This design comes from an exercise in tuning for small area, a short achievable clock period and few clock cycles on the open sky130 flow, not from production work. Where RTL was checked, it was by simulation tests only, not by an equivalence proof against the original. For runs 3 to 7, only the layout was checked, not whether the RTL still works.

`flow/design.v`:
```
module cv_unit (
    input  wire        clk,
    input  wire        rst,       
    input  wire        we,
    input  wire [2:0]  waddr,
    input  wire [63:0] wdata,
    input  wire [2:0]  raddr,
    output reg  [63:0] rdata,
    output wire        busy
);
    localparam A_CFG    = 3'd0;
    localparam A_POLY   = 3'd1;
    localparam A_INIT   = 3'd2;
    localparam A_VALUE  = 3'd3;
    localparam A_DATA   = 3'd4;
    localparam A_CMD    = 3'd5;
    localparam A_RESULT = 3'd6;
    reg  [5:0]  sh;                     
    wire [6:0]  width = 7'd64 - {1'b0, sh};
    reg         refin, refout, invert;
    reg  [63:0] poly, init, value;
    reg  [3:0]  nbytes;
    reg  [63:0] dbuf;
    reg  [3:0]  pend;
    reg  [31:1] q;
    reg         qbad;                   
    wire        qok = !qbad;
    wire [63:0] mask = {64{1'b1}} >> sh;
    reg  [63:0] vrev, prev;
    integer j;
    always @* begin
        for (j = 0; j < 64; j = j + 1) begin
            vrev[j] = value[63 - j];
            prev[j] = poly[63 - j];
        end
    end
    wire [63:0] vref = vrev >> sh;    
    wire [63:0] pref = prev >> sh;    
    reg  [31:0] qn;
    integer a, u, kk;
    always @* begin
        qn = 32'd1;
        for (kk = 1; kk < 32; kk = kk * 2)
            for (a = kk; a < 2 * kk; a = a + 1) begin
                qn[a] = pref[a - 1];
                for (u = 2; u <= a; u = u + 2)
                    qn[a] = qn[a] ^ (qn[u / 2] & ((u == a) ? 1'b1 : pref[a - u - 1]));
            end
    end
    function [2:0] t_cm2(input [1:0] a, input [1:0] b);
        integer i;
        begin
            t_cm2 = 3'd0;
            for (i = 0; i < 2; i = i + 1)
                t_cm2 = t_cm2 ^ ({3{a[i]}} & ({1'd0, b} << i));
        end
    endfunction
    function [1:0] t_lh2(input [1:0] a, input [1:0] b);
        integer i;
        begin
            t_lh2 = 2'd0;
            for (i = 0; i < 2; i = i + 1)
                t_lh2 = t_lh2 ^ ({2{a[i]}} & (b << i));
        end
    endfunction
    function [6:0] t_cm4(input [3:0] a, input [3:0] b);
        integer i;
        begin
            t_cm4 = 7'd0;
            for (i = 0; i < 4; i = i + 1)
                t_cm4 = t_cm4 ^ ({7{a[i]}} & ({3'd0, b} << i));
        end
    endfunction
    function [3:0] t_lh4(input [3:0] a, input [3:0] b);
        integer i;
        begin
            t_lh4 = 4'd0;
            for (i = 0; i < 4; i = i + 1)
                t_lh4 = t_lh4 ^ ({4{a[i]}} & (b << i));
        end
    endfunction
    function [14:0] t_cm8(input [7:0] a, input [7:0] b);
        integer i;
        begin
            t_cm8 = 15'd0;
            for (i = 0; i < 8; i = i + 1)
                t_cm8 = t_cm8 ^ ({15{a[i]}} & ({7'd0, b} << i));
        end
    endfunction
    function [7:0] t_lh8(input [7:0] a, input [7:0] b);
        integer i;
        begin
            t_lh8 = 8'd0;
            for (i = 0; i < 8; i = i + 1)
                t_lh8 = t_lh8 ^ ({8{a[i]}} & (b << i));
        end
    endfunction
    function [30:0] t_cm16(input [15:0] a, input [15:0] b);
        integer i;
        begin
            t_cm16 = 31'd0;
            for (i = 0; i < 16; i = i + 1)
                t_cm16 = t_cm16 ^ ({31{a[i]}} & ({15'd0, b} << i));
        end
    endfunction
    function [15:0] t_lh16(input [15:0] a, input [15:0] b);
        integer i;
        begin
            t_lh16 = 16'd0;
            for (i = 0; i < 16; i = i + 1)
                t_lh16 = t_lh16 ^ ({16{a[i]}} & (b << i));
        end
    endfunction
    function [62:0] t_cm32(input [31:0] a, input [31:0] b);
        integer i;
        begin
            t_cm32 = 63'd0;
            for (i = 0; i < 32; i = i + 1)
                t_cm32 = t_cm32 ^ ({63{a[i]}} & ({31'd0, b} << i));
        end
    endfunction
    function [31:0] t_lh32(input [31:0] a, input [31:0] b);
        integer i;
        begin
            t_lh32 = 32'd0;
            for (i = 0; i < 32; i = i + 1)
                t_lh32 = t_lh32 ^ ({32{a[i]}} & (b << i));
        end
    endfunction
    function [2:0] p_cm2(input [1:0] a, input [1:0] b);
        integer i;
        begin
            p_cm2 = 3'd0;
            for (i = 0; i < 2; i = i + 1)
                p_cm2 = p_cm2 ^ ({3{a[i]}} & ({1'd0, b} << i));
        end
    endfunction
    function [1:0] p_lh2(input [1:0] a, input [1:0] b);
        integer i;
        begin
            p_lh2 = 2'd0;
            for (i = 0; i < 2; i = i + 1)
                p_lh2 = p_lh2 ^ ({2{a[i]}} & (b << i));
        end
    endfunction
    function [6:0] p_cm4(input [3:0] a, input [3:0] b);
        integer i;
        begin
            p_cm4 = 7'd0;
            for (i = 0; i < 4; i = i + 1)
                p_cm4 = p_cm4 ^ ({7{a[i]}} & ({3'd0, b} << i));
        end
    endfunction
    function [3:0] p_lh4(input [3:0] a, input [3:0] b);
        integer i;
        begin
            p_lh4 = 4'd0;
            for (i = 0; i < 4; i = i + 1)
                p_lh4 = p_lh4 ^ ({4{a[i]}} & (b << i));
        end
    endfunction
    function [14:0] p_cm8(input [7:0] a, input [7:0] b);
        integer i;
        begin
            p_cm8 = 15'd0;
            for (i = 0; i < 8; i = i + 1)
                p_cm8 = p_cm8 ^ ({15{a[i]}} & ({7'd0, b} << i));
        end
    endfunction
    function [7:0] p_lh8(input [7:0] a, input [7:0] b);
        integer i;
        begin
            p_lh8 = 8'd0;
            for (i = 0; i < 8; i = i + 1)
                p_lh8 = p_lh8 ^ ({8{a[i]}} & (b << i));
        end
    endfunction
    function [30:0] p_cm16(input [15:0] a, input [15:0] b);
        integer i;
        begin
            p_cm16 = 31'd0;
            for (i = 0; i < 16; i = i + 1)
                p_cm16 = p_cm16 ^ ({31{a[i]}} & ({15'd0, b} << i));
        end
    endfunction
    function [15:0] p_lh16(input [15:0] a, input [15:0] b);
        integer i;
        begin
            p_lh16 = 16'd0;
            for (i = 0; i < 16; i = i + 1)
                p_lh16 = p_lh16 ^ ({16{a[i]}} & (b << i));
        end
    endfunction
    function [62:0] p_cm32(input [31:0] a, input [31:0] b);
        reg [30:0] lo, hi, mid;
        begin
            lo  = p_cm16(a[15:0], b[15:0]);
            hi  = p_cm16(a[31:16], b[31:16]);
            mid = p_cm16(a[15:0] ^ a[31:16], b[15:0] ^ b[31:16]) ^ lo ^ hi;
            p_cm32 = {32'd0, lo} ^ ({32'd0, mid} << 16) ^ ({32'd0, hi} << 32);
        end
    endfunction
    function [31:0] p_lh32(input [31:0] a, input [31:0] b);
        begin
            p_lh32 = {1'b0, p_cm16(a[15:0], b[15:0])} ^
                   ({p_lh16(a[15:0], b[31:16]) ^ p_lh16(a[31:16], b[15:0]), 16'd0});
        end
    endfunction
    wire        from_buf = (pend != 4'd0);
    wire [3:0]  cnt   = from_buf ? pend : nbytes;
    wire [2:0]  nch   = (cnt > 4'd4) ? 3'd4 : cnt[2:0];    
    wire [31:0] src   = from_buf ? dbuf[31:0] : wdata[31:0];
    reg  [31:0] s, t, tr;
    integer i, k;
    always @* begin
        for (i = 0; i < 32; i = i + 1)
            s[i] = vref[i] ^ (refin ? src[8*(i/8) + (i%8)] : src[8*(i/8) + 7 - (i%8)]);
        t = t_lh32({q, 1'b1}, s);
        tr = 32'd0;
        case (nch)
            3'd1: for (k = 0; k < 8;  k = k + 1) tr[k] = t[7 - k];
            3'd2: for (k = 0; k < 16; k = k + 1) tr[k] = t[15 - k];
            3'd3: for (k = 0; k < 24; k = k + 1) tr[k] = t[23 - k];
            default: for (k = 0; k < 32; k = k + 1) tr[k] = t[31 - k];
        endcase
    end
    reg  [63:0] vsh, prod;
    always @* begin
        case (nch)
            3'd1:    vsh = value << 8;
            3'd2:    vsh = value << 16;
            3'd3:    vsh = value << 24;
            default: vsh = value << 32;
        endcase
        prod = {1'b0, p_cm32(tr, poly[31:0])} ^ {p_lh32(tr, poly[63:32]), 32'd0};
    end
    wire [63:0] vnew = (vsh ^ prod) & mask;
    wire [63:0] result = (refout ? vref : (value & mask)) ^ (invert ? mask : 64'd0);
    always @(posedge clk) begin
        if (rst) begin
            sh     <= 6'd32;
            refin  <= 1'b0;
            refout <= 1'b0;
            invert <= 1'b0;
            poly   <= 64'd0;
            init   <= 64'd0;
            value  <= 64'd0;
            nbytes <= 4'd8;
            pend   <= 4'd0;
            qbad   <= 1'b1;
        end else begin
            if (qbad) begin
                q    <= qn[31:1];
                qbad <= 1'b0;
            end
            if (pend != 4'd0) begin
                if (qok) begin
                    value       <= vnew;
                    dbuf[31:0]  <= dbuf[63:32];
                    pend        <= (pend > 4'd4) ? pend - 4'd4 : 4'd0;
                end
            end else if (we) begin
                case (waddr)
                    A_CFG: begin
                        invert <= wdata[13];
                        refout <= wdata[12];
                        refin  <= wdata[11];
                        if (wdata[6:0] >= 7'd8 && wdata[6:0] <= 7'd64)
                            sh <= 6'd0 - wdata[5:0];
                        qbad <= 1'b1;
                    end
                    A_POLY: begin
                        poly <= wdata;
                        qbad <= 1'b1;
                    end
                    A_INIT:  init  <= wdata;
                    A_VALUE: value <= wdata;
                    A_DATA: begin
                        if (qok) begin
                            value      <= vnew;
                            dbuf[31:0] <= wdata[63:32];
                            pend       <= (nbytes > 4'd4) ? nbytes - 4'd4 : 4'd0;
                        end else begin
                            dbuf <= wdata;
                            pend <= nbytes;
                        end
                    end
                    A_CMD: begin
                        if (wdata[31])
                            value <= init;
                        if (wdata[3:0] >= 4'd1 && wdata[3:0] <= 4'd8)
                            nbytes <= wdata[3:0];
                    end
                    default: ;
                endcase
            end
        end
    end
    assign busy = (pend != 4'd0);
    always @* begin
        case (raddr)
            A_CFG:    rdata = {32'd0, 1'b0, busy, 1'b0, 15'd0, invert, refout, refin, 4'd0, width};
            A_POLY:   rdata = poly;
            A_INIT:   rdata = init;
            A_VALUE:  rdata = value;
            A_CMD:    rdata = {60'd0, nbytes};
            A_RESULT: rdata = result;
            default:  rdata = 64'd0;
        endcase
    end
endmodule
```
`flow/flow/run.sh`:
```
#!/bin/bash
set -euo pipefail
bash standard.sh SETUP_SLACK_MARGIN=7.5 MATCH_CELL_FOOTPRINT=0 finish > make_finish.log 2>&1
```
`flow/standard.sh`:
```
#!/bin/bash
# synth_recipe.tcl (not shown) runs the flow's synth.tcl, then flattens the netlist and writes it again
# the make line also repeats each setting of config.mk as NAME=value (left out here)
make -C /OpenROAD-flow-scripts/flow DESIGN_CONFIG=/design/flow/config.mk WORK_HOME=/design/flow/orfs CLKGATE_MAP_FILE= SYNTH_SCRIPT=/design/flow/synth_recipe.tcl "${@:-finish}"
```
`flow/config.mk`:
```
export PLATFORM = sky130hd
export DESIGN_NAME = cv_unit
export DESIGN_NICKNAME = cv_unit
export VERILOG_FILES = /design/flow/design.v
export SDC_FILE = /design/flow/constraint.sdc
export NUM_CORES = 4
export LEC_CHECK = 0
export CAP_MARGIN = 20
export CORE_MARGIN = 2
export CORE_UTILIZATION = 30
export PLACE_DENSITY = 0.45
export SLEW_MARGIN = 20
export TNS_END_PERCENT = 100
```
`flow/constraint.sdc`:
```
create_clock -name core_clock -period 16.0 [get_ports {clk}]
set_input_delay 3.2000 -clock core_clock [delete_from_list [all_inputs] [get_ports {clk}]]
set_output_delay 3.2000 -clock core_clock [all_outputs]
set_load 0.01 [all_outputs]
```
==> impl_metrics.ini, run 1 <==
[die]
initial_core_util = 0.302
top_level_ports = 138
die_h_um = 445
placementRows = 161
core-area_sq_mm = 0.193
die_outline_width_um = 445
die-area_sq_mm = 0.198

[synth]
sequential_cell_area_fraction_in_the_yosys_report = 0.121
avgSynthCellArea_sq_um = 7.42
synthTopCellsByCount = 2240 x nand2_1, 1238 x xnor2_1, 521 x clkbuf_1
synth.top_cells.by_area = xnor2_1 19%, nand2_1 14%, xnor3_1 9.9%, dfxtp_1 7.2%, xor2_1 6.1%
synth.most_common_cell = nand2_1
yosysWarnings = 1
synthesis.area_sq_mm = 0.0583
synth_top_area_share = 0.186
yosys.cell_types.count = 105
ys_seq_elements = 305
synth.net_count = 7937
synth-async-reset-ratio = 0
yosys_most_used_dff = dfxtp_1
synth_edf_count = 95
synth_area_leader_cell = xnor2_1
netlist_instances = 7851

[detailed_routing]
routed_wirelength_um = 403000
avgViaCountPerCell = 6.18
ant_nets = 0
route.detailed.wl_per_inst_um = 38.3
detailedRoute.firstIterationViolations = 10804
detailroute.via_count = 64950
remaining_drc_errors = 0
dr.pass1.iters = 9

[clocking]
cts_made_buffers = 36
clock-root-buffer = clkbuf_16
cts.clk_slew.worst_paths_ns = 0.07
clock_path_buffers = 3
tritoncts_num_sinks = 305
cts-htree-levels = 2
cts_tree = yes
holdBufCountCts = 0
clock_latency_ns = 0.66

[sta]
timing.final.setup_violations = 0
maxSlewViolCount = 0
worst_slew_pin_slew_ns = 1.35
maxSlewHeadroom = 0.0971
setup_slack_ns = 7.27
post-route-min-period_ns = 8.73
total_negative_setup_slack_ns = 0
timing.clock.skew_ns = 0.0568
fin_hold_ws_ns = 0.456
fmax_ghz = 0.115
unrepaired_setup_endpoints_after_global_routing = yes
timing_hold_violations_final = 0
min_period_over_period = 0.546

[cells_and_area]
stdcell_count = 10504
flow.area_growth_from_synthesis_pct = 21.9
post-route-util = 0.368
final_area_sq_mm = 0.0710
final_nets = 8015
post_route_cells_drive_above_1_share = 0.192

[critical_path]
cpMostUsedCell = buf_4
standard_cell_with_the_maximum_stage_delay_on_the_critical_path = clkdlybuf4s50_1
critical_path_required_ns = 12.80
path_class = reg -> out
timing.critical_path.from_type = flip-flop
crit_arrival_ns = 5.53
critical-path-max-stage-delay_ns = 0.69
timing.critical_path.cells = buf_4, buf_4, nor2b_2, a22oi_1, o2111ai_1, buf_4, a22o_1, or2_2, a32oi_1, o22ai_2, clkdlybuf4s50_1
crit_fanout = 40
setup.worst_path.end_class = output port

[global_routing]
grt_util_all_layers = 0.386
grt_max_degree = 83
grt_antenna_before_repair = 35
first_global_vias = 57960
grt_first_pass_wirelength_um = 530000
globalRoute.totalOverflow = 0

[job]
maxCapViolations = 0

[place]
hpwlAfterDp_um = 267000
dp.cells = 10076
placement.io_buffers = 137
worst_slack_at_placement_ns = 4.42
last_weighted_congestion_value_of_the_routability_driven_placer = 1.08
placement.cell_area_sq_mm = 0.0625

[outcome]
run_status = no timing/DRC/antenna violations

[min_path]
timing.hold.worst.class = reg -> reg
## routing by layer
layer | GRT usage | up-vias | wire, um
met5 | 0 | - | 146
met4 | 0.280 | 20 | 36800
met3 | 0.147 | 1296 | 57600
met2 | 0.530 | 5224 | 157000
met1 | 0.490 | 31888 | 152000
li1 | - | 26522 | -
## worst max-delay path: cells and delay by family (launching register included)
kind,cells,cell delay [ns]
buf+inv,4,2.13
compound gates,5,1.55
simple gates,2,0.78
flops,1,0.38
## sequential cells by signal (all words and copies together), names as in the netlist
name    flops
invert      1
init       64
poly       64
refin       1
value      64
pend        4
refout      1
nbytes      4
dbuf       64
sh          6
qbad        1
q          31
## layout by cell type (no fill, tap or decap), drive strengths merged, types with 49 or more instances in the layout
master / synthesis / final
a21oi: 331 / 331
a22oi: 118 / 118
a32oi: 51 / 51
and2: 47 / 49
buf: 276 / 671
clkbuf: 524 / 99
clkdlybuf4s50: 0 / 85
dfxtp: 210 / 210
edfxtp: 95 / 95
mux2: 126 / 126
mux2i: 217 / 217
mux4: 130 / 130
nand2: 2243 / 2243
nand3: 138 / 138
nor2: 438 / 438
o21ai: 264 / 264
o22ai: 132 / 132
xnor2: 1241 / 1241
xnor3: 258 / 258
xor2: 410 / 410
## what timing repair did
action,in CTS,in global routing
setup buffers,141,155
cloned,32,12
hold endpoints to repair,0,0
setup endpoints to repair,128,101
pin swaps,99,189
gates resized for setup,556,287
## path summary, 6_finish.rpt
path / from / to / slack (ns) / cells past startpoint
max reg2reg: sh[2] / value[16] / 7.59 / 26
min: poly[41] / poly[41] / 0.46 / 2
min reg2reg: poly[41] / poly[41] / 0.46 / 2
max: sh[2] / rdata[23] / 7.27 / 11
## cells by family (layout without fill, tap and decap cells)
| family | Yosys count | count (layout) | synth area share |
|---|---|---|---|
| fa+ha+maj | 13 | 13 | 0.00279 |
| other cells | 0 | 22 | 0 |
| mux | 473 | 473 | 0.112 |
| xor+xnor | 1919 | 1919 | 0.353 |
| simple gates | 3061 | 3068 | 0.211 |
| compound gates | 1241 | 1241 | 0.139 |
| buf+inv | 839 | 937 | 0.0607 |
| flops | 305 | 305 | 0.121 |
## layout make-up
cell class,count,area (sq um)
multi-input cells,6714,50800
inverters,39,156
fillers,19913,122000
clock buffers,48,1040
flip-flops and latches,305,7100
diodes,22,55.1
clock inverters,17,163
well taps,2526,3160
repair buffers,833,8540
Testbench counts, summed over its fixed seeds: cycles 7,307.
==> run 2: changes to the inputs <==
==> flow/flow/run.sh (replaced) <==
#!/bin/bash
set -euo pipefail
bash standard.sh SETUP_SLACK_MARGIN=7 MATCH_CELL_FOOTPRINT=0 finish > make_finish.log 2>&1
==> run 2 against run 1 <==
Effect of this change: final area is 6.8% lower; register-to-register slack lost 0.56 ns; die area unchanged; first-iteration DRC count down 7.0%; area after synthesis unchanged; critical path type is now in -> out; sequential cell count is the same; global-route usage fell by 1.4 points; sequential share of layout area is 0.72 points higher; non-clock buffer count fell by 264.
==> impl_metrics.ini, run 2 <==
[die]
placementRows = 161
die-area_sq_mm = 0.198
top_level_ports = 138
initial_core_util = 0.302
die_outline_width_um = 445
die_h_um = 445
core-area_sq_mm = 0.193

[job]
maxCapViolations = 0

[detailed_routing]
detailedRoute.firstIterationViolations = 10048
dr.pass1.iters = 9
remaining_drc_errors = 0
uppermost_layer_routed = met5
avgViaCountPerCell = 6.12
met2RoutedLength_um = 154000
wl_met1_um = 149000
ant_nets = 0
route.detailed.wl_per_inst_um = 37.8
routed_wirelength_um = 387000
detailroute.wirelength.met3_um = 51300
detailroute.via_count = 62586

[synth]
synth.most_common_cell = nand2_1
yosys.cell_types.count = 105
synth-async-reset-ratio = 0
sequential_cell_area_fraction_in_the_yosys_report = 0.121
synth_edf_count = 95
yosysWarnings = 1
synth_top_area_share = 0.186
synth_area_leader_cell = xnor2_1
ys_seq_elements = 305
synth.top_cells.by_area = xnor2_1 19%, nand2_1 14%, xnor3_1 9.9%, dfxtp_1 7.2%, xor2_1 6.1%
yosys_most_used_dff = dfxtp_1
synthTopCellsByCount = 2240 x nand2_1, 1238 x xnor2_1, 521 x clkbuf_1
synth.net_count = 7937
avgSynthCellArea_sq_um = 7.42
synthesis.area_sq_mm = 0.0583
netlist_instances = 7851

[critical_path]
path_class = in -> out
timing.critical_path.cells = buf_2, buf_4, buf_12, mux2_2, a22oi_1, o22ai_2, clkdlybuf4s50_1
crit_fanout = 49
critical-path-max-stage-delay_ns = 0.54
timing.critical_path.from_type = primary input
setup.worst_path.end_class = output port
critical_path_required_ns = 12.80
standard_cell_with_the_maximum_stage_delay_on_the_critical_path = clkdlybuf4s50_1
crit_arrival_ns = 5.89

[cells_and_area]
layout.cells.most_common = nand2_1
flow.area_growth_from_synthesis_pct = 13.6
layout_common_cells = 2235 x nand2_1, 1200 x xnor2_1, 428 x nor2_1
stdcell_count = 10232
post_route_cells_drive_above_1_share = 0.136
fillerInstances = 20258
final_nets = 7749

[sta]
post-route-min-period_ns = 9.09
worst_slew_pin_slew_ns = 1.30
timing.clock.skew_ns = 0.0524
maxSlewViolCount = 0
unrepaired_setup_endpoints_after_global_routing = yes
maxSlewHeadroom = 0.105
min_period_over_period = 0.568
timing.final.setup_violations = 0
fmax_ghz = 0.110
timing_hold_violations_final = 0
total_negative_setup_slack_ns = 0

[clocking]
cts.clk_slew.worst_paths_ns = 0.06
holdBufCountCts = 0
clock-root-buffer = clkbuf_16
clock_latency_ns = 0.65
cts_made_buffers = 36
tritoncts_num_sinks = 305
cts_tree = yes
clock_path_buffers = 3
cts-htree-levels = 2

[place]
dp.cells = 10076
last_weighted_congestion_value_of_the_routability_driven_placer = 1.08
placement.io_buffers = 137
hpwlAfterDp_um = 267000

[outcome]
run_status = no timing/DRC/antenna violations

[global_routing]
globalRoute.totalOverflow = 0
grt_util_all_layers = 0.373
grt_antenna_before_repair = 40
grt_first_pass_wirelength_um = 514000
first_global_vias = 56604
grt_max_degree = 83

[min_path]
timing.hold.worst.class = reg -> reg
==> run 2: layout make-up <==
cell class | instances | area (sq um) | area share
Antenna cell | 16 | 40.0 | 0.000605
Clock buffer | 48 | 1040 | 0.0157
Clock inverter | 17 | 163 | 0.00246
Inverter | 39 | 154 | 0.00232
Multi-Input combinational cell | 6712 | 49200 | 0.744
Sequential cell | 305 | 7100 | 0.107
Tap cell | 2526 | 3160 | 0.0477
Timing Repair Buffer | 569 | 5310 | 0.0801
==> run 2: cell families after synthesis <==
logic type | count (synthesis) | share of synthesized area
compound gates | 1241 | 0.139
buf+inv | 839 | 0.0607
fa+ha+maj | 13 | 0.00279
simple gates | 3061 | 0.211
flops | 305 | 0.121
xor+xnor | 1919 | 0.353
mux | 473 | 0.112
==> run 2: worst max-delay path: cells and delay by family <==
kind	cells	cell delay [ns]
buf+inv	4	1.34
mux	1	0.44
compound gates	2	0.80
==> run 2: layer usage <==
layer  vias to the layer above  GRT usage
met5                         -          0
met1                     30813      0.475
li1                      25970          -
met3                      1101      0.131
met4                        36      0.252
met2                      4666      0.525
==> run 2: final timing paths <==
check / depth (start not counted) / end / slack [ns] / startpoint
max reg2reg: 23 / value[34] / 7.03 / sh[0]
max: 7 / rdata[39] / 6.91 / raddr[0]
min reg2reg: 2 / poly[41] / 0.46 / poly[41]
min: 2 / poly[41] / 0.46 / poly[41]
==> run 2: metrics by stage <==
stage | area [sq um] | utilization | hold slack [ns] | setup slack (ns)
2_1_floorplan | 58300 | - | 0.446 | 7.67
3_3_place_gp | 62500 | 0.324 | 0.445 | 4.65
3_5_place_dp | 62500 | 0.324 | 0.448 | 4.42
4_1_cts | 65400 | 0.339 | 0.457 | 6.96
5_1_grt | 66200 | 0.343 | 0.472 | 6.85
6_report | 66200 | 0.343 | 0.455 | 6.91
==> run 2: timing repair <==
item,in CTS,in global routing
pin swaps,18,16
resized for setup,278,78
buffers inserted,33,27
endpoints found under the setup margin,121,53
cloned,8,7
hold endpoints to repair,0,0
==> run 3: changes to the inputs <==
--- a/flow/design.v
+++ b/flow/design.v
@@ -193,16 +193,17 @@
     endfunction
     function [62:0] p_cm32(input [31:0] a, input [31:0] b);
-        reg [30:0] lo, hi, mid;
+        integer i;
         begin
-            lo  = p_cm16(a[15:0], b[15:0]);
-            hi  = p_cm16(a[31:16], b[31:16]);
-            mid = p_cm16(a[15:0] ^ a[31:16], b[15:0] ^ b[31:16]) ^ lo ^ hi;
-            p_cm32 = {32'd0, lo} ^ ({32'd0, mid} << 16) ^ ({32'd0, hi} << 32);
+            p_cm32 = 63'd0;
+            for (i = 0; i < 32; i = i + 1)
+                p_cm32 = p_cm32 ^ ({63{a[i]}} & ({31'd0, b} << i));
         end
     endfunction
     function [31:0] p_lh32(input [31:0] a, input [31:0] b);
+        integer i;
         begin
-            p_lh32 = {1'b0, p_cm16(a[15:0], b[15:0])} ^
-                   ({p_lh16(a[15:0], b[31:16]) ^ p_lh16(a[31:16], b[15:0]), 16'd0});
+            p_lh32 = 32'd0;
+            for (i = 0; i < 32; i = i + 1)
+                p_lh32 = p_lh32 ^ ({32{a[i]}} & (b << i));
         end
     endfunction
@@ -210,10 +211,15 @@
     wire [3:0]  cnt   = from_buf ? pend : nbytes;
     wire [2:0]  nch   = (cnt > 4'd4) ? 3'd4 : cnt[2:0];    
-    wire [31:0] src   = from_buf ? dbuf[31:0] : wdata[31:0];
+    reg  [63:0] wfeed;
+    integer f;
+    always @*
+        for (f = 0; f < 64; f = f + 1)
+            wfeed[f] = refin ? wdata[8*(f/8) + (f%8)] : wdata[8*(f/8) + 7 - (f%8)];
+    wire [31:0] feed  = from_buf ? dbuf[31:0] : wfeed[31:0];
     reg  [31:0] s, t, tr;
     integer i, k;
     always @* begin
         for (i = 0; i < 32; i = i + 1)
-            s[i] = vref[i] ^ (refin ? src[8*(i/8) + (i%8)] : src[8*(i/8) + 7 - (i%8)]);
+            s[i] = vref[i] ^ feed[i];
         t = t_lh32({q, 1'b1}, s);
         tr = 32'd0;
@@ -279,8 +285,8 @@
                         if (qok) begin
                             value      <= vnew;
-                            dbuf[31:0] <= wdata[63:32];
+                            dbuf[31:0] <= wfeed[63:32];
                             pend       <= (nbytes > 4'd4) ? nbytes - 4'd4 : 4'd0;
                         end else begin
-                            dbuf <= wdata;
+                            dbuf <= wfeed;
                             pend <= nbytes;
                         end
==> run 3 against run 2 <==
Effect of this change: clock-buffer cell count is 4 higher; core utilization decreased by 0.43 points; critical path depth up 2; sequential cell count unchanged; global-route usage grew 1.4 points; critical endpoint is now rdata[23].
==> impl_metrics.ini, run 3 <==
[place]
placement.cell_area_sq_mm = 0.0671
hpwlAfterDp_um = 293000
placement.io_buffers = 137
last_weighted_congestion_value_of_the_routability_driven_placer = 1.08
dp.cells = 11145

[detailed_routing]
dr.pass1.iters = 6
route.detailed.wl_per_inst_um = 38.7
avgViaCountPerCell = 6.21
detailedRoute.firstIterationViolations = 11750
detailroute.via_count = 70410
remaining_drc_errors = 0
routed_wirelength_um = 438000
ant_nets = 0

[sta]
worst_slew_pin_slew_ns = 1.34
fmax_ghz = 0.108
timing_hold_violations_final = 0
min_period_over_period = 0.579
timing.final.setup_violations = 0
timing.clock.skew_ns = 0.0778
maxSlewHeadroom = 0.104
post-route-min-period_ns = 9.26
maxSlewViolCount = 0
total_negative_setup_slack_ns = 0
unrepaired_setup_endpoints_after_global_routing = yes

[global_routing]
first_global_vias = 62709
grt_util_all_layers = 0.387
grt_first_pass_wirelength_um = 577000
grt_max_degree = 124
grt_antenna_before_repair = 45
globalRoute.totalOverflow = 0

[critical_path]
path_delay_family = compound AO/OA/AOI/OAI gates
critical_path_required_ns = 12.80
crit_fanout = 123
cpMostUsedCell = o21ai_0
standard_cell_with_the_maximum_stage_delay_on_the_critical_path = o21ai_0
setup.worst_path.end_class = output port
critical-path-max-stage-delay_ns = 0.96
buffers_and_inverters_on_the_worst_path = 2
r2r_slack_ns = 7.30
crit_arrival_ns = 6.06
timing.critical_path.from_type = flip-flop
timing.critical_path.cells = buf_12, mux2i_1, mux4_2, o21ai_0, a211oi_2, o21ai_0, a22oi_1, o22ai_1, clkdlybuf4s50_1
path_class = reg -> out

[clocking]
holdBufCountCts = 0
clock-root-buffer = clkbuf_16
clock_latency_ns = 0.69
cts_tree = yes
cts_made_buffers = 42
tritoncts_num_sinks = 305
clock_path_buffers = 3
cts-htree-levels = 2
cts.clk_slew.worst_paths_ns = 0.06

[synth]
yosysWarnings = 1
ys_seq_elements = 305
yosys_most_used_dff = dfxtp_1
sequential_cell_area_fraction_in_the_yosys_report = 0.112
synth_top_area_share = 0.180
synthTopCellsByCount = 2835 x nand2_1, 1299 x xnor2_1, 535 x clkbuf_1
adder_and_majority_cell_fraction_of_the_synthesized_area = 0.00258
netlist_instances = 8746
synth_xor_area_frac = 0.348
avgSynthCellArea_sq_um = 7.21
synth_simple_gate_area_share = 0.235
synth_top_family_by_area = XOR/XNOR gates
synthesis.area_sq_mm = 0.0631
synth_mux_area_frac = 0.0990
synth.net_count = 8832
synth_area_leader_cell = xnor2_1
yosys.cell_types.count = 106
synth_edf_count = 95
fraction_of_the_mapped_netlist_area_in_compound_gates = 0.136
synth.top_cells.by_area = xnor2_1 18%, nand2_1 17%, xnor3_1 11%, dfxtp_1 6.7%, xor2_1 4.9%
synth-async-reset-ratio = 0
synth.most_common_cell = nand2_1

[job]
maxCapViolations = 0

[cells_and_area]
fillerInstances = 22365
flow.area_growth_from_synthesis_pct = 12.6
layout_common_cells = 2830 x nand2_1, 1276 x xnor2_1, 395 x a21oi_1
layout.cells.most_common = nand2_1
post_route_cells_drive_above_1_share = 0.128
stdcell_count = 11333
final_nets = 8535
final_area_sq_mm = 0.0710

[die]
top_level_ports = 138
placementRows = 168
core-area_sq_mm = 0.209
initial_core_util = 0.301
die_h_um = 463
die-area_sq_mm = 0.214
die_outline_width_um = 463

[outcome]
run_status = no timing/DRC/antenna violations

[min_path]
timing.hold.worst.class = reg -> reg
run 3: kinds of logic after synthesis:
group / after synthesis
buf+inv: 960
compound gates: 1355
mux: 462
flops: 305
fa+ha+maj: 13
simple gates: 3665
xor+xnor: 1986
run 3: metal layers:
layer,vias up,GRT usage,share of wire
li1,28580,-,-
met1,34480,0.493,0.38
met2,5928,0.530,0.39
met3,1394,0.150,0.15
met4,28,0.267,0.087
met5,-,0,0.00052
run 3: worst min-delay path, delay by kind of cell, from the launching register on:
kind | cells | cell delay, ns
flops | 1 | 0.31
simple gates | 1 | 0.05
compound gates | 1 | 0.05
run 3: layout make-up:
type | instances | area (sq um) | area share
well taps | 2805 | 3510 | 0.0494
flip-flops and latches | 305 | 7150 | 0.101
multi-input cells | 7486 | 53000 | 0.747
diodes | 45 | 113 | 0.00159
clock inverters | 26 | 369 | 0.00520
inverters | 47 | 183 | 0.00257
repair buffers | 567 | 5490 | 0.0773
clock buffers | 52 | 1180 | 0.0166
run 3: path summary, 6_finish.rpt:
path,start,to,cells past startpoint
setup reg to reg,sh[3],value[26],24
hold / removal,poly[40],poly[40],2
hold reg to reg,poly[40],poly[40],2
setup / recovery,sh[2],rdata[23],9
run 3: per-stage QoR:
step	utilization	setup slack, ns	hold slack (ns)
floorplan	-	7.75	0.442
finish	0.339	6.74	0.454
global route	0.339	6.97	0.471
detailed placement	0.321	4.61	0.445
global placement	0.320	4.65	0.440
CTS	0.333	7.00	0.454
run 3: timing repair:
item,4_1_cts,5_1_grt
setup buffers,18,30
pin swaps,11,20
setup endpoints to repair,117,68
cloned,6,9
gates resized for setup,231,129
==> run 4: changes to the inputs <==
--- a/flow/design.v
+++ b/flow/design.v
@@ -193,17 +193,16 @@
     endfunction
     function [62:0] p_cm32(input [31:0] a, input [31:0] b);
-        integer i;
+        reg [30:0] lo, hi, mid;
         begin
-            p_cm32 = 63'd0;
-            for (i = 0; i < 32; i = i + 1)
-                p_cm32 = p_cm32 ^ ({63{a[i]}} & ({31'd0, b} << i));
+            lo  = p_cm16(a[15:0], b[15:0]);
+            hi  = p_cm16(a[31:16], b[31:16]);
+            mid = p_cm16(a[15:0] ^ a[31:16], b[15:0] ^ b[31:16]) ^ lo ^ hi;
+            p_cm32 = {32'd0, lo} ^ ({32'd0, mid} << 16) ^ ({32'd0, hi} << 32);
         end
     endfunction
     function [31:0] p_lh32(input [31:0] a, input [31:0] b);
-        integer i;
         begin
-            p_lh32 = 32'd0;
-            for (i = 0; i < 32; i = i + 1)
-                p_lh32 = p_lh32 ^ ({32{a[i]}} & (b << i));
+            p_lh32 = {1'b0, p_cm16(a[15:0], b[15:0])} ^
+                   ({p_lh16(a[15:0], b[31:16]) ^ p_lh16(a[31:16], b[15:0]), 16'd0});
         end
     endfunction
@@ -241,5 +240,20 @@
         prod = {1'b0, p_cm32(tr, poly[31:0])} ^ {p_lh32(tr, poly[63:32]), 32'd0};
     end
-    wire [63:0] vnew = (vsh ^ prod) & mask;
+    wire        vfold = !rst && qok && (from_buf || (we && waddr == A_DATA));
+    reg  [63:0] vother;
+    always @* begin
+        vother = value;
+        if (rst)
+            vother = 64'd0;
+        else if (!from_buf && we) begin
+            if (waddr == A_VALUE)
+                vother = wdata;
+            else if (waddr == A_CMD && wdata[31])
+                vother = init;
+        end
+    end
+    wire [63:0] vkeep = mask & {64{vfold}};
+    always @(posedge clk)
+        value <= ((vsh ^ prod) & vkeep) | (vother & ~{64{vfold}});
     wire [63:0] result = (refout ? vref : (value & mask)) ^ (invert ? mask : 64'd0);
     always @(posedge clk) begin
@@ -251,5 +265,4 @@
             poly   <= 64'd0;
             init   <= 64'd0;
-            value  <= 64'd0;
             nbytes <= 4'd8;
             pend   <= 4'd0;
@@ -262,5 +275,4 @@
             if (pend != 4'd0) begin
                 if (qok) begin
-                    value       <= vnew;
                     dbuf[31:0]  <= dbuf[63:32];
                     pend        <= (pend > 4'd4) ? pend - 4'd4 : 4'd0;
@@ -281,8 +293,6 @@
                     end
                     A_INIT:  init  <= wdata;
-                    A_VALUE: value <= wdata;
                     A_DATA: begin
                         if (qok) begin
-                            value      <= vnew;
                             dbuf[31:0] <= wfeed[63:32];
                             pend       <= (nbytes > 4'd4) ? nbytes - 4'd4 : 4'd0;
@@ -293,6 +303,4 @@
                     end
                     A_CMD: begin
-                        if (wdata[31])
-                            value <= init;
                         if (wdata[3:0] >= 4'd1 && wdata[3:0] <= 4'd8)
                             nbytes <= wdata[3:0];
==> run 4 against run 3 <==
Effect of this change: final area down 6.9%; worst setup slack better by 0.12 ns; wire length fell by 9.8%; non-clock buffer count fell by 26; critical path type is now in -> out; largest cell class unchanged.
==> impl_metrics.ini, run 4 <==
[clocking]
clock-root-buffer = clkbuf_16
cts.clk_slew.worst_paths_ns = 0.06
cts_tree = yes
clock_latency_ns = 0.69
cts_made_buffers = 40
clock_path_buffers = 3
tritoncts_num_sinks = 305
cts-htree-levels = 2

[sta]
fmax_ghz = 0.109
timing.final.setup_violations = 0
maxSlewHeadroom = 0.130
post-route-min-period_ns = 9.13
timing_hold_violations_final = 0
fin_hold_ws_ns = 0.453
min_period_over_period = 0.571
maxSlewViolCount = 0
timing.clock.skew_ns = 0.0617
unrepaired_setup_endpoints_after_global_routing = yes
total_negative_setup_slack_ns = 0
worst_slew_pin_slew_ns = 1.27

[synth]
fraction_of_the_mapped_netlist_area_in_compound_gates = 0.132
synth_top_family_by_area = XOR/XNOR gates
ys_seq_elements = 305
synth-async-reset-ratio = 0
synthTopCellsByCount = 2387 x nand2_1, 1177 x xnor2_1, 502 x clkbuf_1
yosysWarnings = 1
yosys_most_used_dff = dfxtp_1
synth_edf_count = 95
synthesis.area_sq_mm = 0.0584
sequential_cell_area_fraction_in_the_yosys_report = 0.121
yosys.cell_types.count = 101
synth_xor_area_frac = 0.354
synth_simple_gate_area_share = 0.226
avgSynthCellArea_sq_um = 7.36
synth_mux_area_frac = 0.105
netlist_instances = 7934
adder_and_majority_cell_fraction_of_the_synthesized_area = 0.00278
synth_top_area_share = 0.176
synth_area_leader_cell = xnor2_1
synth.top_cells.by_area = xnor2_1 18%, nand2_1 15%, xnor3_1 11%, dfxtp_1 7.2%, xor2_1 5.7%
synth.most_common_cell = nand2_1
synth.net_count = 8020

[cells_and_area]
regArea_sq_mm = 0.00710
multi_input_comb_area_sq_mm = 0.0493
flow.area_growth_from_synthesis_pct = 13.2
post-route-util = 0.343
final_nets = 7828
layout.cells.most_common = nand2_1
fillerInstances = 20476
post_route_cells_drive_above_1_share = 0.128
layout_common_cells = 2379 x nand2_1, 1141 x xnor2_1, 417 x nor2_1

[critical_path]
critical_path_required_ns = 12.80
timing.critical_path.from_type = primary input
path_class = in -> out
crit_fanout = 36
r2r_end = value[37]
logic_depth_of_the_worst_register_to_register_path = 21
crit_arrival_ns = 5.93
worst_r2r_startpoint = sh[1]
setup.worst_path.end_class = output port
r2r_slack_ns = 7.05

[die]
die_h_um = 445
core-area_sq_mm = 0.193
die_outline_width_um = 445
top_level_ports = 138
die-area_sq_mm = 0.198
initial_core_util = 0.303
placementRows = 161

[place]
placement.io_buffers = 137
last_weighted_congestion_value_of_the_routability_driven_placer = 1.08
hpwlAfterDp_um = 275000

[detailed_routing]
detailroute.via_count = 63955
ant_nets = 0
detailedRoute.firstIterationViolations = 10152
routed_wirelength_um = 395000
avgViaCountPerCell = 6.19
remaining_drc_errors = 0
dr.pass1.iters = 7
route.detailed.wl_per_inst_um = 38.3

[min_path]
holdPathEnd = poly[40]
min_path_cells = 2
worstHoldStart = poly[40]
timing.hold.worst.class = reg -> reg

[global_routing]
grt_util_all_layers = 0.384
grt_antenna_before_repair = 45
grt_max_degree = 90
grt_first_pass_wirelength_um = 529000
first_global_vias = 58508
globalRoute.totalOverflow = 0

[outcome]
run_status = no timing/DRC/antenna violations

[job]
maxCapViolations = 0
==> run 4: worst max-delay path by stage <==
stage | startpoint | to | slack [ns] | cells past startpoint
6_report | raddr[0] | rdata[37] | 6.87 | 6
4_1_cts | wdata[20] | value[37] | 7.00 | 22
3_5_place_dp | wdata[0] | value[18] | 4.92 | 19
3_3_place_gp | wdata[22] | value[18] | 4.62 | 21
2_1_floorplan | wdata[16] | value[28] | 7.92 | 18
5_1_grt | wdata[20] | value[37] | 6.89 | 22
==> run 4: critical path: stages <==
cell,delay (ns)
buf_2,0.08
buf_4,0.47
buf_4,0.62
a22oi_1,0.16
o22ai_1,0.68
clkdlybuf4s50_1,0.68
==> run 4: cell families (layout without fill, tap and decap cells) <==
| group | count (synthesis) | in the layout |
|---|---|---|
| AO/OA/AOI/OAI | 1198 | 1198 |
| XOR/XNOR | 1872 | 1872 |
| adder cells (fa/ha/maj) | 13 | 13 |
| buffers and inverters | 820 | 658 |
| flip-flops | 305 | 305 |
| multiplexers | 444 | 444 |
| other | 0 | 28 |
| AND/OR/NAND/NOR | 3282 | 3284 |
==> run 4: cell type report <==
class	instances	share of cell area
repair buffers	541	0.0736
clock buffers	48	0.0162
flip-flops and latches	305	0.107
clock inverters	26	0.00594
multi-input cells	6811	0.746
well taps	2526	0.0478
diodes	28	0.00106
inverters	43	0.00250
==> run 4: stage by stage <==
stage | std cells | worst slack (ns) | instance area (sq um)
2_1_floorplan | 7934 | 7.92 | 58400
3_3_place_gp | 10176 | 4.62 | 62700
3_5_place_dp | 10178 | 4.92 | 62800
4_1_cts | 10281 | 7.00 | 65400
5_1_grt | 10302 | 6.89 | 66000
6_report | 10328 | 6.87 | 66100
==> run 4: routing by layer <==
layer / share of wire / up-vias / track usage
met1: 0.39 / 31654 / 0.485
li1: - / 26216 / -
met3: 0.13 / 1117 / 0.149
met4: 0.076 / 32 / 0.236
met2: 0.40 / 4936 / 0.545
met5: 0.00056 / - / 0
==> run 4: repair_timing <==
item	CTS	global route
hold buffers	0	0
resized for setup	206	84
pin swaps	12	10
buffers inserted	26	17
endpoints found under the setup margin	110	61
gates cloned	3	1
==> run 5: changes to the inputs <==
==> flow/flow/run.sh (replaced) <==
#!/bin/bash
set -euo pipefail
bash standard.sh SETUP_SLACK_MARGIN=7 MATCH_CELL_FOOTPRINT=0 \
    'BUFFER_PORTS_ARGS=-buffer_cell sky130_fd_sc_hd__buf_4' finish > make_finish.log 2>&1
==> run 5 against run 4 <==
Effect of this change: still clean; via count shrank 1.8%; critical path depth grew 15; cell count shrank 0.78%; core utilization shrank 0.88 points; global-route usage shrank 0.92 points; non-clock buffer count shrank 57; sequential cell count is the same; maximum frequency shrank 2.4%; sequential share of layout area grew 0.29 points; critical endpoint is now value[18].
==> impl_metrics.ini, run 5 <==
[clocking]
clock-root-buffer = clkbuf_16
tritoncts_num_sinks = 305
cts_tree = yes
cts-htree-levels = 2
clock_path_buffers = 3
cts_made_buffers = 39
holdBufCountCts = 0
cts.clk_slew.worst_paths_ns = 0.06
clock_latency_ns = 0.65

[die]
core-area_sq_mm = 0.193
initial_core_util = 0.303
die_h_um = 445
die-area_sq_mm = 0.198
placementRows = 161
top_level_ports = 138
die_outline_width_um = 445

[synth]
ys_seq_elements = 305
synth-async-reset-ratio = 0
yosys_most_used_dff = dfxtp_1
synth_edf_count = 95
sequential_cell_area_fraction_in_the_yosys_report = 0.121
synth_area_leader_cell = xnor2_1
yosysWarnings = 1
synth.most_common_cell = nand2_1
synth.top_cells.by_area = xnor2_1 18%, nand2_1 15%, xnor3_1 11%, dfxtp_1 7.2%, xor2_1 5.7%
netlist_instances = 7934
yosys.cell_types.count = 101
avgSynthCellArea_sq_um = 7.36
synthesis.area_sq_mm = 0.0584
synth.net_count = 8020
synth_top_area_share = 0.176
synthTopCellsByCount = 2387 x nand2_1, 1177 x xnor2_1, 502 x clkbuf_1

[sta]
timing.clock.skew_ns = 0.0518
maxSlewHeadroom = 0.0913
unrepaired_setup_endpoints_after_global_routing = yes
min_period_over_period = 0.585
maxSlewViolCount = 0
timing_hold_violations_final = 0
timing.final.setup_violations = 0
post-route-min-period_ns = 9.36
total_negative_setup_slack_ns = 0
fmax_ghz = 0.107
worst_slew_pin_slew_ns = 1.36

[critical_path]
r2r_end = value[18]
timing.critical_path.from_type = flip-flop
worst_r2r_startpoint = sh[3]
setup.worst_path.end_class = flip-flop
path_class = reg -> reg
cp_capture_point = value[18]
r2r_slack_ns = 6.64
crit_arrival_ns = 9.83
logic_depth_of_the_worst_register_to_register_path = 21
critical_path_required_ns = 16.47
crit_fanout = 31
timing.critical_path.from = sh[3]

[cells_and_area]
fillerInstances = 20603
post-route-util = 0.334
final_nets = 7768
post_route_cells_drive_above_1_share = 0.130
layout.cells.most_common = nand2_1
layout_common_cells = 2379 x nand2_1, 1158 x xnor2_1, 456 x buf_4
flow.area_growth_from_synthesis_pct = 10.2

[place]
last_weighted_congestion_value_of_the_routability_driven_placer = 1.15
placement.io_buffers = 137
hpwlAfterDp_um = 276000

[detailed_routing]
dr.pass1.iters = 6
routed_wirelength_um = 387000
avgViaCountPerCell = 6.13
remaining_drc_errors = 0
route.detailed.wl_per_inst_um = 37.8
ant_nets = 0
detailedRoute.firstIterationViolations = 9837
detailroute.via_count = 62824

[global_routing]
grt_first_pass_wirelength_um = 517000
grt_util_all_layers = 0.375
first_global_vias = 57212
grt_antenna_before_repair = 20
globalRoute.totalOverflow = 0
grt_max_degree = 98

[job]
maxCapViolations = 0

[min_path]
timing.hold.worst.class = reg -> reg

[outcome]
run_status = no timing/DRC/antenna violations
==> run 5: metrics by stage <==
step | cells | hold WS (ns) | area, sq um | setup slack, ns
floorplan | 7934 | 0.446 | 58400 | 7.92
detailed placement | 10164 | 0.451 | 62300 | 5.63
global placement | 10164 | 0.445 | 62300 | 5.69
global route | 10236 | 0.483 | 64400 | 6.89
CTS | 10234 | 0.460 | 64000 | 7.01
finish | 10247 | 0.460 | 64400 | 6.64
==> run 5: area by class of cell <==
type                       instances  area (sq um)  share of cell area
multi-input combinational       6809         48800               0.758
sequential                       305          7100               0.110
timing repair buffer             484          3800              0.0589
tap                             2526          3160              0.0491
clock buffer                      48          1040              0.0162
clock inverter                    21           309             0.00480
inverter                          43           165             0.00256
antenna                           11          27.5            0.000427
==> run 5: worst min-delay path by stage <==
stage / from / end / depth (start not counted)
after floorplan: init[0] / init[0] / 2
after global placement: poly[54] / poly[54] / 2
after detailed placement: poly[54] / poly[54] / 2
after CTS: poly[54] / poly[54] / 2
after global routing: poly[54] / poly[54] / 2
final: poly[54] / poly[54] / 2
==> run 5: kinds of logic (layout without fill, tap and decap cells) <==
logic type / count (synthesis) / count (layout) / synth area share
buffers and inverters: 820 / 596 / 0.0589
AOI/OAI and AO/OA: 1198 / 1198 / 0.132
adders and majority gates: 13 / 13 / 0.00278
and+or+nand+nor: 3282 / 3282 / 0.226
DFF: 305 / 305 / 0.121
xor gates and xnor gates: 1872 / 1872 / 0.354
muxes: 444 / 444 / 0.105
other: 0 / 11 / 0
==> run 5: repair_timing <==
action,4_1_cts,5_1_grt
gates cloned,0,1
pin swaps,1,1
endpoints found under the hold margin,0,0
setup buffers,1,1
endpoints found under the setup margin,79,42
gates resized for setup,77,62
==> run 5: metal layers <==
layer	vias up	track usage	part of all wire
met4	19	0.224	0.078
met2	4665	0.537	0.40
met5	-	0.00757	0.00047
met3	1038	0.119	0.13
li1	26030	-	-
met1	31072	0.488	0.39
==> run 5: worst max-delay path, cell delays in order, from the launching register on <==
cell	delay, ns
dfxtp_4	0.46
buf_4	0.37
buf_4	0.38
or2_2	0.48
o22ai_1	0.34
nor3_1	0.09
a21oi_1	0.86
o21ai_0	0.66
xnor2_1	1.07
xnor2_1	0.20
xnor3_1	0.42
xnor3_1	0.39
xnor3_1	0.44
o22ai_1	0.32
or2_2	0.19
buf_6	0.36
buf_6	0.33
nand2_1	0.10
xnor2_1	0.47
xnor3_1	0.43
xor2_1	0.47
o22ai_1	0.17
==> run 6: changes to the inputs <==
--- a/flow/design.v
+++ b/flow/design.v
@@ -113,17 +113,16 @@
     endfunction
     function [62:0] t_cm32(input [31:0] a, input [31:0] b);
-        integer i;
+        reg [30:0] lo, hi, mid;
         begin
-            t_cm32 = 63'd0;
-            for (i = 0; i < 32; i = i + 1)
-                t_cm32 = t_cm32 ^ ({63{a[i]}} & ({31'd0, b} << i));
+            lo  = t_cm16(a[15:0], b[15:0]);
+            hi  = t_cm16(a[31:16], b[31:16]);
+            mid = t_cm16(a[15:0] ^ a[31:16], b[15:0] ^ b[31:16]) ^ lo ^ hi;
+            t_cm32 = {32'd0, lo} ^ ({32'd0, mid} << 16) ^ ({32'd0, hi} << 32);
         end
     endfunction
     function [31:0] t_lh32(input [31:0] a, input [31:0] b);
-        integer i;
         begin
-            t_lh32 = 32'd0;
-            for (i = 0; i < 32; i = i + 1)
-                t_lh32 = t_lh32 ^ ({32{a[i]}} & (b << i));
+            t_lh32 = {1'b0, t_cm16(a[15:0], b[15:0])} ^
+                   ({t_lh16(a[15:0], b[31:16]) ^ t_lh16(a[31:16], b[15:0]), 16'd0});
         end
     endfunction
==> flow/flow/run.sh (replaced) <==
#!/bin/bash
set -euo pipefail
bash standard.sh SETUP_SLACK_MARGIN=7 MATCH_CELL_FOOTPRINT=0 finish > make_finish.log 2>&1
==> run 6 against run 5 <==
Effect of this change: still clean; die area is 1.2% higher; global-route usage is 1.3 points higher; worst setup slack better by 0.072 ns; clock skew is 0.0078 ns lower; cell count is 1.8% higher; sequential cell count stayed put; sequential share of layout area is 0.37 points lower; clock-buffer cell count is 12 higher; core utilization is 0.71 points higher; non-clock buffer count is 37 higher; largest cell class unchanged.
==> impl_metrics.ini, run 6 <==
[place]
worst_slack_at_placement_ns = 4.81
hpwlAfterDp_um = 283000
last_weighted_congestion_value_of_the_routability_driven_placer = 1.10
placement.cell_area_sq_mm = 0.0636
placement.io_buffers = 137

[global_routing]
grt_util_all_layers = 0.387
grt_use_met2 = 0.543
use_met1 = 0.504
grt_antenna_before_repair = 40
use_met3 = 0.132
globalRoute.busiestLayer = met2
grt_max_degree = 65
grt_first_pass_wirelength_um = 536000
first_global_vias = 58687
globalRoute.totalOverflow = 0

[detailed_routing]
routed_wirelength_um = 401000
avgViaCountPerCell = 6.13
detailroute.via_count = 64023
dr.pass1.iters = 8
detailedRoute.firstIterationViolations = 9956
ant_nets = 0
route.detailed.wl_per_inst_um = 38.4
remaining_drc_errors = 0

[sta]
unrepaired_setup_endpoints_after_global_routing = yes
maxSlewHeadroom = 0.0900
setup_slack_ns = 6.72
fin_hold_ws_ns = 0.456
fmax_ghz = 0.108
timing.final.setup_violations = 0
post-route-min-period_ns = 9.28
min_period_over_period = 0.580
worst_slew_pin_slew_ns = 1.36
timing.clock.skew_ns = 0.0440
timing_hold_violations_final = 0
total_negative_setup_slack_ns = 0
maxSlewViolCount = 0

[critical_path]
crit_arrival_ns = 6.08
timing.critical_path.cells = buf_4, or2_4, nor2_1, buf_4, a31oi_1, o2111ai_1, nor2_1, nand2_1, o21ai_0, a21oi_1, o21ai_0, clkdlybuf4s50_1
timing.critical_path.from_type = flip-flop
critical_path_required_ns = 12.80
critical-path-max-stage-delay_ns = 0.74
path_class = reg -> out
standard_cell_with_the_maximum_stage_delay_on_the_critical_path = dfxtp_4
crit_fanout = 34
setup.worst_path.end_class = output port

[clocking]
tritoncts_num_sinks = 305
cts_tree = yes
cts-htree-levels = 2
clock-root-buffer = clkbuf_16
clock_path_buffers = 3
clock_latency_ns = 0.68
cts.clk_slew.worst_paths_ns = 0.06
cts_made_buffers = 43

[die]
die_h_um = 448
core-area_sq_mm = 0.195
die-area_sq_mm = 0.201
die_outline_width_um = 448
placementRows = 162
initial_core_util = 0.303
top_level_ports = 138

[outcome]
run_status = no timing/DRC/antenna violations

[cells_and_area]
final_nets = 7848
flow.area_growth_from_synthesis_pct = 12.6
layout_common_cells = 2290 x nand2_1, 1130 x xnor2_1, 498 x nor2_1
post_route_cells_drive_above_1_share = 0.127
layout.cells.most_common = nand2_1
final_area_sq_mm = 0.0666

[synth]
ys_seq_elements = 305
synthTopCellsByCount = 2299 x nand2_1, 1167 x xnor2_1, 526 x clkbuf_1
yosys.cell_types.count = 105
synthesis.area_sq_mm = 0.0591
netlist_instances = 7986
synth_edf_count = 95
synth-async-reset-ratio = 0
avgSynthCellArea_sq_um = 7.41
synth.net_count = 8072
yosys_most_used_dff = dfxtp_1
synth.most_common_cell = nand2_1
synth.top_cells.by_area = xnor2_1 17%, nand2_1 15%, xnor3_1 12%, dfxtp_1 7.1%, xor2_1 5.2%
sequential_cell_area_fraction_in_the_yosys_report = 0.119
yosysWarnings = 1
synth_area_leader_cell = xnor2_1
synth_top_area_share = 0.173

[min_path]
timing.hold.worst.class = reg -> reg

[job]
maxCapViolations = 0
run 6: stage by stage:
| step | instances | util |
|---|---|---|
| after floorplan | 7986 | - |
| after global placement | 10308 | 0.325 |
| after detailed placement | 10310 | 0.326 |
| after CTS | 10412 | 0.338 |
| after global routing | 10421 | 0.341 |
| final | 10436 | 0.341 |
run 6: what timing repair did:
item / 4_1_cts / 5_1_grt
cloned: 2 / 1
setup buffers: 20 / 5
resized for setup: 195 / 86
setup endpoints to repair: 132 / 66
hold buffers: 0 / 0
pin swaps: 5 / 5
run 6: area by class of cell:
cell class | count | area [sq um]
well taps | 2624 | 3280
flip-flops and latches | 305 | 7090
clock inverters | 20 | 246
inverters | 52 | 210
repair buffers | 521 | 4650
repair inverters | 1 | 5.00
multi-input cells | 6838 | 49900
clock buffers | 60 | 1190
fillers | 20777 | 129000
diodes | 15 | 37.5
run 6: worst max-delay path: cells and delay by family (launching register included):
kind	cells	cell delay, ns
compound gates	5	1.74
simple gates	4	1.42
flops	1	0.74
buf+inv	3	1.42
run 6: worst paths after layout:
check / start / endpoint / slack (ns) / cells past startpoint
worst min register to register: poly[45] / poly[45] / 0.46 / 2
worst max register to register: sh[3] / value[29] / 7.06 / 21
worst min-delay path: poly[45] / poly[45] / 0.46 / 2
worst max-delay path: sh[3] / rdata[6] / 6.72 / 12
run 6: logic make-up (layout without fill, tap and decap cells):
| group | after synthesis | after routing | share of synthesized area |
|---|---|---|---|
| muxes | 460 | 460 | 0.108 |
| AOI/OAI and AO/OA | 1171 | 1171 | 0.127 |
| DFF | 305 | 305 | 0.119 |
| and+or+nand+nor | 3337 | 3338 | 0.230 |
| buffers and inverters | 844 | 654 | 0.0596 |
| xor gates and xnor gates | 1856 | 1856 | 0.353 |
| adders and majority gates | 13 | 13 | 0.00275 |
| other | 0 | 15 | 0 |
run 6: metal layers:
layer	share of wire	vias up
met5	0.00044	-
met4	0.078	28
met3	0.13	1100
met2	0.40	4723
met1	0.39	31836
li1	-	26336
==> run 7: changes to the inputs <==
--- a/flow/design.v
+++ b/flow/design.v
@@ -176,17 +176,16 @@
     endfunction
     function [30:0] p_cm16(input [15:0] a, input [15:0] b);
-        integer i;
+        reg [14:0] lo, hi, mid;
         begin
-            p_cm16 = 31'd0;
-            for (i = 0; i < 16; i = i + 1)
-                p_cm16 = p_cm16 ^ ({31{a[i]}} & ({15'd0, b} << i));
+            lo  = p_cm8(a[7:0], b[7:0]);
+            hi  = p_cm8(a[15:8], b[15:8]);
+            mid = p_cm8(a[7:0] ^ a[15:8], b[7:0] ^ b[15:8]) ^ lo ^ hi;
+            p_cm16 = {16'd0, lo} ^ ({16'd0, mid} << 8) ^ ({16'd0, hi} << 16);
         end
     endfunction
     function [15:0] p_lh16(input [15:0] a, input [15:0] b);
-        integer i;
         begin
-            p_lh16 = 16'd0;
-            for (i = 0; i < 16; i = i + 1)
-                p_lh16 = p_lh16 ^ ({16{a[i]}} & (b << i));
+            p_lh16 = {1'b0, p_cm8(a[7:0], b[7:0])} ^
+                   ({p_lh8(a[7:0], b[15:8]) ^ p_lh8(a[15:8], b[7:0]), 8'd0});
         end
     endfunction
==> run 7 against run 6 <==
Effect of this change: non-clock buffer count increased by 37; critical path type unchanged; highest routed layer unchanged; largest cell class unchanged; register-to-register slack about the same; still clean; maximum frequency is 0.56% higher; synthesized cell count is 4.0% lower; worst hold slack lost 0.0021 ns.
==> impl_metrics.ini, run 7 <==
[global_routing]
grt_max_degree = 82
grt_antenna_before_repair = 35
globalRoute.totalOverflow = 0
grt_util_all_layers = 0.390
grt_first_pass_wirelength_um = 516000
first_global_vias = 56343

[synth]
synth_area_leader_cell = xnor2_1
synth.top_cells.by_area = xnor2_1 18%, nand2_1 13%, xnor3_1 10%, dfxtp_1 7.5%, edfxtp_1 5.1%
synth.net_count = 7753
synthTopCellsByCount = 2026 x nand2_1, 1164 x xnor2_1, 631 x nor2_1
ys_seq_elements = 305
fraction_of_the_mapped_netlist_area_in_compound_gates = 0.142
adder_and_majority_cell_fraction_of_the_synthesized_area = 0.00289
synth-async-reset-ratio = 0
yosys.cell_types.count = 100
synth_mux_area_frac = 0.106
yosysWarnings = 1
sequential_cell_area_fraction_in_the_yosys_report = 0.125
synth_edf_count = 95
yosys_most_used_dff = dfxtp_1
avgSynthCellArea_sq_um = 7.35
netlist_instances = 7667
synth.most_common_cell = nand2_1
synth_top_family_by_area = XOR/XNOR gates
synth_xor_area_frac = 0.348
synthesis.area_sq_mm = 0.0564
synth_top_area_share = 0.181
synth_simple_gate_area_share = 0.222

[cells_and_area]
stdcell_count = 10089
post_route_cells_drive_above_1_share = 0.136
flow.area_growth_from_synthesis_pct = 14.8
fillerInstances = 19859
layout.cells.most_common = nand2_1
layout_common_cells = 2020 x nand2_1, 1110 x xnor2_1, 623 x nor2_1
final_area_sq_mm = 0.0647
final_nets = 7638

[clocking]
cts.clk_slew.worst_paths_ns = 0.07
clock-root-buffer = clkbuf_16
tritoncts_num_sinks = 305
cts-htree-levels = 2
cts_tree = yes
clock_path_buffers = 3
holdBufCountCts = 0
clock_latency_ns = 0.72
cts_made_buffers = 42

[outcome]
run_status = no timing/DRC/antenna violations

[sta]
timing_hold_violations_final = 0
maxSlewViolCount = 0
timing.clock.skew_ns = 0.0947
maxSlewHeadroom = 0.110
total_negative_setup_slack_ns = 0
timing.final.setup_violations = 0
unrepaired_setup_endpoints_after_global_routing = no
fmax_ghz = 0.108
setup_slack_ns = 6.77
post-route-min-period_ns = 9.23
worst_slew_pin_slew_ns = 1.33
min_period_over_period = 0.577

[place]
worst_slack_at_placement_ns = 4.62
last_weighted_congestion_value_of_the_routability_driven_placer = 1.09
placement.cell_area_sq_mm = 0.0608
placement.io_buffers = 137
dp.cells = 9916
hpwlAfterDp_um = 283000

[critical_path]
path_class = reg -> out
critical_path_required_ns = 12.80
worst_r2r_startpoint = sh[0]
crit_arrival_ns = 6.03
timing.critical_path.from = value[9]
timing.critical_path.from_type = flip-flop
crit_fanout = 9
setup.worst_path.end_class = output port

[job]
maxCapViolations = 0

[min_path]
worstHoldStart = poly[42]
timing.hold.worst.class = reg -> reg

[die]
initial_core_util = 0.301
die_outline_width_um = 437
die_h_um = 437
placementRows = 159
die-area_sq_mm = 0.191
top_level_ports = 138
core-area_sq_mm = 0.187

[detailed_routing]
remaining_drc_errors = 0
ant_nets = 0
route.detailed.wl_per_inst_um = 38.6
dr.pass1.iters = 7
detailroute.via_count = 61743
avgViaCountPerCell = 6.12
detailedRoute.firstIterationViolations = 9500
routed_wirelength_um = 390000
==> run 7: cell count changes in the layout (fill, tap and decap cells not counted), moves of 20 or more <==
| cell | before | now |
|---|---|---|
| a21oi_1 | 313 | 405 |
| buf_4 | 330 | 368 |
| nand2_1 | 2290 | 2020 |
| nand3_1 | 253 | 182 |
| nor2_1 | 498 | 623 |
| xnor2_1 | 1130 | 1110 |
| xnor3_1 | 287 | 234 |
| xor2_1 | 344 | 314 |
==> run 7: cell families after synthesis <==
family | Yosys count
adder cells (fa/ha/maj) | 13
AND/OR/NAND/NOR | 3101
XOR/XNOR | 1776
AO/OA/AOI/OAI | 1268
buffers and inverters | 773
multiplexers | 431
flip-flops | 305
==> run 7: per-stage QoR <==
step                utilization  hold WS (ns)
floorplan                     -         0.446
global placement          0.325         0.443
detailed placement        0.325         0.447
CTS                       0.342         0.455
global route              0.345         0.478
finish                    0.346         0.454
==> run 7: per-layer routing <==
metal | routed length [um] | track usage | up-vias
met4 | 31400 | 0.247 | 30
met3 | 49900 | 0.131 | 1042
li1 | - | - | 25586
met5 | 188 | 0 | -
met2 | 156000 | 0.551 | 4445
met1 | 152000 | 0.504 | 30640
==> run 7: worst paths after layout <==
path                                  end  slack, ns  cells past startpoint
worst max-delay path            rdata[31]       6.77                     10
worst min-delay path             poly[42]       0.45                      2
worst max register to register  value[50]       7.05                     24
worst min register to register   poly[42]       0.45                      2
==> run 7: worst max-delay path, cell delays in order, from the launching register on <==
cell             delay [ns]
dfxtp_1                1.07
mux2i_1                0.45
nand2_1                0.21
nand3_1                0.27
o21ai_1                0.95
a21oi_1                0.15
o22ai_1                0.66
o22ai_1                0.20
a32oi_1                0.45
o22ai_1                0.31
clkdlybuf4s50_1        0.57
==> run 7: layout make-up <==
type / instances / area [sq um] / share of cell area
clock buffers: 49 / 1140 / 0.0176
clock inverters: 28 / 363 / 0.00561
well taps: 2495 / 3120 / 0.0483
inverters: 53 / 203 / 0.00313
repair buffers: 558 / 5110 / 0.0790
flip-flops and latches: 305 / 7090 / 0.110
diodes: 9 / 22.5 / 0.000348
multi-input cells: 6592 / 47600 / 0.736
==> run 7: repair_timing <==
item                       4_1_cts  5_1_grt
pin swaps                       30       17
setup endpoints to repair      122       43
buffers inserted                40       30
cloned                          11        4
hold endpoints to repair         0        0
gates resized for setup        274       74

-- separate check: timing with driven ports --
The flow's constraints put no driver on any port. The routed layouts listed below were extracted and timed again, unchanged, in two steps.
Step 1 assumes that a clkbuf_16 drives the clock port and a buf_2 every other input.
Step 2 also shifts input and output timing later by t, the mid clock arrival at the registers, as if the neighbouring blocks saw the same clock.
a / b / c = ideal ports / drivers / drivers and shift; a / b = the first two.
run | t, ns | setup slack, ns | hold WS [ns] | clock arrival spread, ns | worst slew at a driven data input, ns
run 1 | 0.705 | 7.267 / 7.193 / 6.717 | 0.456 / 0.456 / 0.456 | 0.057 / 0.057 | 0.06
run 2 | 0.698 | 6.908 / 6.865 / 6.261 | 0.455 / 0.455 / 0.455 | 0.053 / 0.053 | 0.08
run 3 | 0.741 | 6.743 / 6.650 / 6.308 | 0.454 / 0.454 / 0.454 | 0.078 / 0.078 | 0.06
run 4 | 0.728 | 6.865 / 6.831 / 6.251 | 0.453 / 0.453 / 0.453 | 0.062 / 0.062 | 0.12
run 5 | 0.702 | 6.644 / 6.644 / 6.236 | 0.460 / 0.460 / 0.460 | 0.052 / 0.053 | 0.08
run 6 | 0.738 | 6.716 / 6.640 / 6.259 | 0.456 / 0.456 / 0.456 | 0.045 / 0.045 | 0.08
run 7 | 0.756 | 6.767 / 6.679 / 6.239 | 0.454 / 0.454 / 0.454 | 0.095 / 0.095 | 0.08
After both steps setup and hold are still met in every run listed. For run 2, which loses most, drivers alone change the setup slack by -0.043 ns; drivers and shift together by -0.647 ns.
